From an optimization exercise on the open Yosys and OpenROAD flow, aimed at small area, a short achievable clock period and few clock cycles; shortcuts taken in it are not production practice.
Only simulation tests tie the RTL to the original design; equivalence was not proved.
Power figures rest on the tool's default switching activity, not on a simulated workload.

Setup of trial 17:
==> flow/design.v (excerpt) <==
module crc_block (
    input  wire        clk,
    input  wire        rst_n,
    input  wire        bus_valid,
    input  wire        bus_write,
    input  wire [11:0] bus_addr,
    input  wire [1:0]  bus_size,
    input  wire [31:0] bus_wdata,
    output wire        bus_ready,
    output reg         bus_rvalid,
    output wire [31:0] bus_rdata,
    output wire        irq_crc
);
    wire [9:0]  waddr = bus_addr[11:2];
    wire        unit_page = (waddr[9:4] == 6'h04);
    wire [11:0] dec;
    assign dec[0]  = (waddr == 10'h000);                  
    assign dec[1]  = (waddr == 10'h001);                  
    assign dec[2]  = (waddr == 10'h002);                  
    assign dec[3]  = unit_page && waddr[3:0] == 4'h0;     
    assign dec[4]  = unit_page && waddr[3:0] == 4'h1;     
    assign dec[5]  = unit_page && waddr[3:0] == 4'h2;     
    assign dec[6]  = unit_page && waddr[3:0] == 4'h3;     
    assign dec[7]  = unit_page && waddr[3:0] == 4'h4;     
    assign dec[8]  = unit_page && waddr[3:0] == 4'h5;     
    assign dec[9]  = unit_page && waddr[3:0] == 4'h6;     
    assign dec[10] = unit_page && waddr[3:0] == 4'h7;     
    assign dec[11] = unit_page && waddr[3:0] == 4'h8;     
    reg         p_half;      
    reg         ready_q;     
    wire        take = bus_valid && !p_half;
    assign bus_ready = ready_q;
    reg         p_wr;
    reg         p_nrd;       
    wire        p_rd = !p_nrd;
    reg  [11:0] p_dec;
    reg  [31:0] p_wdata;
    reg         p_n1, p_n2, p_n4;      
    reg         p_sel_ok;    
    reg         p_cfg_ok;    
    reg         p_z8, p_z16, p_z32;    
    reg         p_wd;        
    reg  [3:0]  p_clr;       
    reg         p_gv;        
    always @(posedge clk) begin
        p_dec    <= dec;
        p_wdata  <= bus_wdata;
  ...
export LEC_CHECK = 0
export CAP_MARGIN = 30
export CORE_MARGIN = 2
export CORE_UTILIZATION = 50
export PLACE_DENSITY = 0.6
export SLEW_MARGIN = 40
create_clock -name core_clock -period 14.0 [get_ports {clk}]
standard.sh (not shown) runs the stock make flow with config.mk's settings and CLKGATE_MAP_FILE= SYNTH_SCRIPT=/design/flow/synth_recipe.tcl, a recipe that flattens the netlist after the stock synthesis.
==> flow/flow/run.sh <==
#!/bin/bash
# The standard layout (standard.sh: standard synthesis, floorplan, placement, CTS,
# routing), with the timing repair asked to leave 9 ns of setup slack at the design's
# 14 ns clock instead of stopping at 0. The SDC and the clock period are unchanged.
set -euo pipefail
cd "$(dirname "$0")/.."
bash standard.sh SETUP_SLACK_MARGIN=9 finish > flow_make.log 2>&1
Testbench counts of trial 17, summed over its fixed seeds: cycles 7,521.
[inputs] trial 15 vs trial 17
==> flow/run.sh (new file) <==
#!/bin/bash
# synth_recipe.tcl (not shown) runs the flow's synth.tcl, then flattens the netlist and writes it again
# the make line also repeats each setting of config.mk as NAME=value (left out here)
make -C /OpenROAD-flow-scripts/flow DESIGN_CONFIG=/design/flow/config.mk WORK_HOME=/design/flow/orfs CLKGATE_MAP_FILE= SYNTH_SCRIPT=/design/flow/synth_recipe.tcl finish
removed: flow/flow/run.sh
removed: flow/standard.sh
--- outcome ---
Trial 15 -> trial 17: multi-input combinational cell count flat
Summary — net switching power, trial 15 relative to trial 17: higher, by about 1.8%.
Trial 15 does worse than trial 17 on maximum frequency.
Comparing trial 15 against trial 17, there is no change at all in area of the die.
The pre-CTS setup slack in trial 15 was higher than what trial 17 gave.
Layout buffer count excluding clock buffers was lower in the run labelled trial 15.
Relative to trial 17, the detailed route wirelength on metal2 measured on trial 15 has decreased slightly.

crc_block, a different RTL version from the one above (not shown whole).
Size in the first run: ~6,100 cells after synthesis, about 820 flip-flops, ~85 I/O pins.
Settings: LEC_CHECK=0, CAP_MARGIN=30, CORE_MARGIN=2, CORE_UTILIZATION=50, PLACE_DENSITY=0.6, SLEW_MARGIN=40; clock period 14.0 ns.
==> flow/flow/run.sh <==
#!/bin/bash
# The standard layout (standard.sh: standard synthesis, floorplan, placement, CTS,
# routing), with the timing repair asked to leave 9 ns of setup slack at the design's
# 14 ns clock instead of stopping at 0. The SDC and the clock period are unchanged.
set -euo pipefail
cd "$(dirname "$0")/.."
bash standard.sh SETUP_SLACK_MARGIN=9 finish > flow_make.log 2>&1
The starting point completed with no timing, DRC or antenna violations.
Testbench counts at the start, summed over its fixed seeds: cycles 7,521.
Then changed:
==> flow/run.sh (new file) <==
#!/bin/bash
# synth_recipe.tcl (not shown) runs the flow's synth.tcl, then flattens the netlist and writes it again
# the make line also repeats each setting of config.mk as NAME=value (left out here)
make -C /OpenROAD-flow-scripts/flow DESIGN_CONFIG=/design/flow/config.mk WORK_HOME=/design/flow/orfs CLKGATE_MAP_FILE= SYNTH_SCRIPT=/design/flow/synth_recipe.tcl finish
removed: flow/flow/run.sh
removed: flow/standard.sh
- final area went down by 2.1%
- core utilization went down by 1.2 points
- critical path depth goes up by 8

== P ==
crc_block again, from the RTL that the note above started with.
Settings: LEC_CHECK=0, CAP_MARGIN=20, CORE_MARGIN=2, CORE_UTILIZATION=50, PLACE_DENSITY=0.6, SLEW_MARGIN=20; clock period 14.0 ns.
==> flow/flow/run.sh <==
#!/bin/bash
# The standard layout (standard.sh: standard synthesis, floorplan, placement, CTS,
# routing), with the timing repair asked to leave 9 ns of setup slack at the design's
# 14 ns clock instead of stopping at 0. The SDC and the clock period are unchanged.
set -euo pipefail
cd "$(dirname "$0")/.."
bash standard.sh SETUP_SLACK_MARGIN=9 finish > flow_make.log 2>&1
P reached the final stage; the timing, DRC and antenna checks on its layout passed.
Testbench counts of P, summed over its fixed seeds: cycles 7,521.
> inputs changed (P -> Q)
- CTS_CLUSTER_DIAMETER now 80, previously not set
- SLEW_MARGIN now 40, was 20
- CTS_CLUSTER_SIZE now 18, previously not set
- CAP_MARGIN now 30, was 20
### Flow results
- Every stage of the flow completed for Q, and the final layout passed the timing, DRC and antenna checks.
- ~same power in combinational cells in Q and P
- Higher smallest setup slack after layout goes to Q over P.
- Compared with P, in Q met3 usage went up by 0.15 points; clock insertion delay at the later pin of the skew report comparable; via count saw a decrease; count of max-cap constraint violations essentially unchanged.
- The core of Q is less densely filled than that of P.
- Number of clock buffers in the layout ends up higher on P.
- In Q, the met1 demand-to-capacity share in global routing came out 0.44 points below the value in P.

port drivers added, routing unchanged:
Ports are ideal in the flow. The routed layouts listed here were re-timed in OpenROAD.
Step 1 (the two cells are an assumption about what drives the block):
set clk [get_ports {clk}]
set_driving_cell -lib_cell sky130_fd_sc_hd__clkbuf_16 $clk
set_driving_cell -lib_cell sky130_fd_sc_hd__buf_2 [delete_from_list [all_inputs] $clk]
Step 2 adds t to the input delays and takes it off the output delays; t is the mean of the earliest and latest rising clock arrival at the registers after step 1. Input paths then give back, and output paths get back, about the clock's delay inside the block.
a / b / c = ideal / step 1 / step 2; a / b = the first two.
| run | shift t [ns] | slack for setup (ns) | hold slack, ns | slew at the worst register clock pin (ns) | pins driven straight from the clock port |
|---|---|---|---|---|---|
| trial 17 | 0.765 | 8.423 / 8.343 / 8.247 | 0.461 / 0.461 / 0.461 | 0.07 / 0.07 | 1 |
| trial 15 | 0.753 | 7.508 / 7.433 / 7.690 | 0.463 / 0.463 / 0.463 | 0.08 / 0.08 | 1 |
| the first run of note 2 | 0.746 | 8.654 / 8.582 / 8.353 | 0.452 / 0.452 / 0.452 | 0.07 / 0.07 | 1 |
| the second run of note 2 | 0.768 | 7.912 / 7.857 / 7.198 | 0.453 / 0.453 / 0.453 | 0.09 / 0.09 | 1 |
| P | 0.774 | 8.638 / 8.564 / 8.271 | 0.453 / 0.453 / 0.453 | 0.07 / 0.07 | 1 |
| Q | 0.767 | 8.664 / 8.592 / 8.319 | 0.444 / 0.444 / 0.444 | 0.09 / 0.09 | 1 |
After both steps setup and hold are still met in every run listed. For the second run of note 2, which loses most, drivers alone change the setup slack by -0.055 ns; drivers and shift together by -0.714 ns.
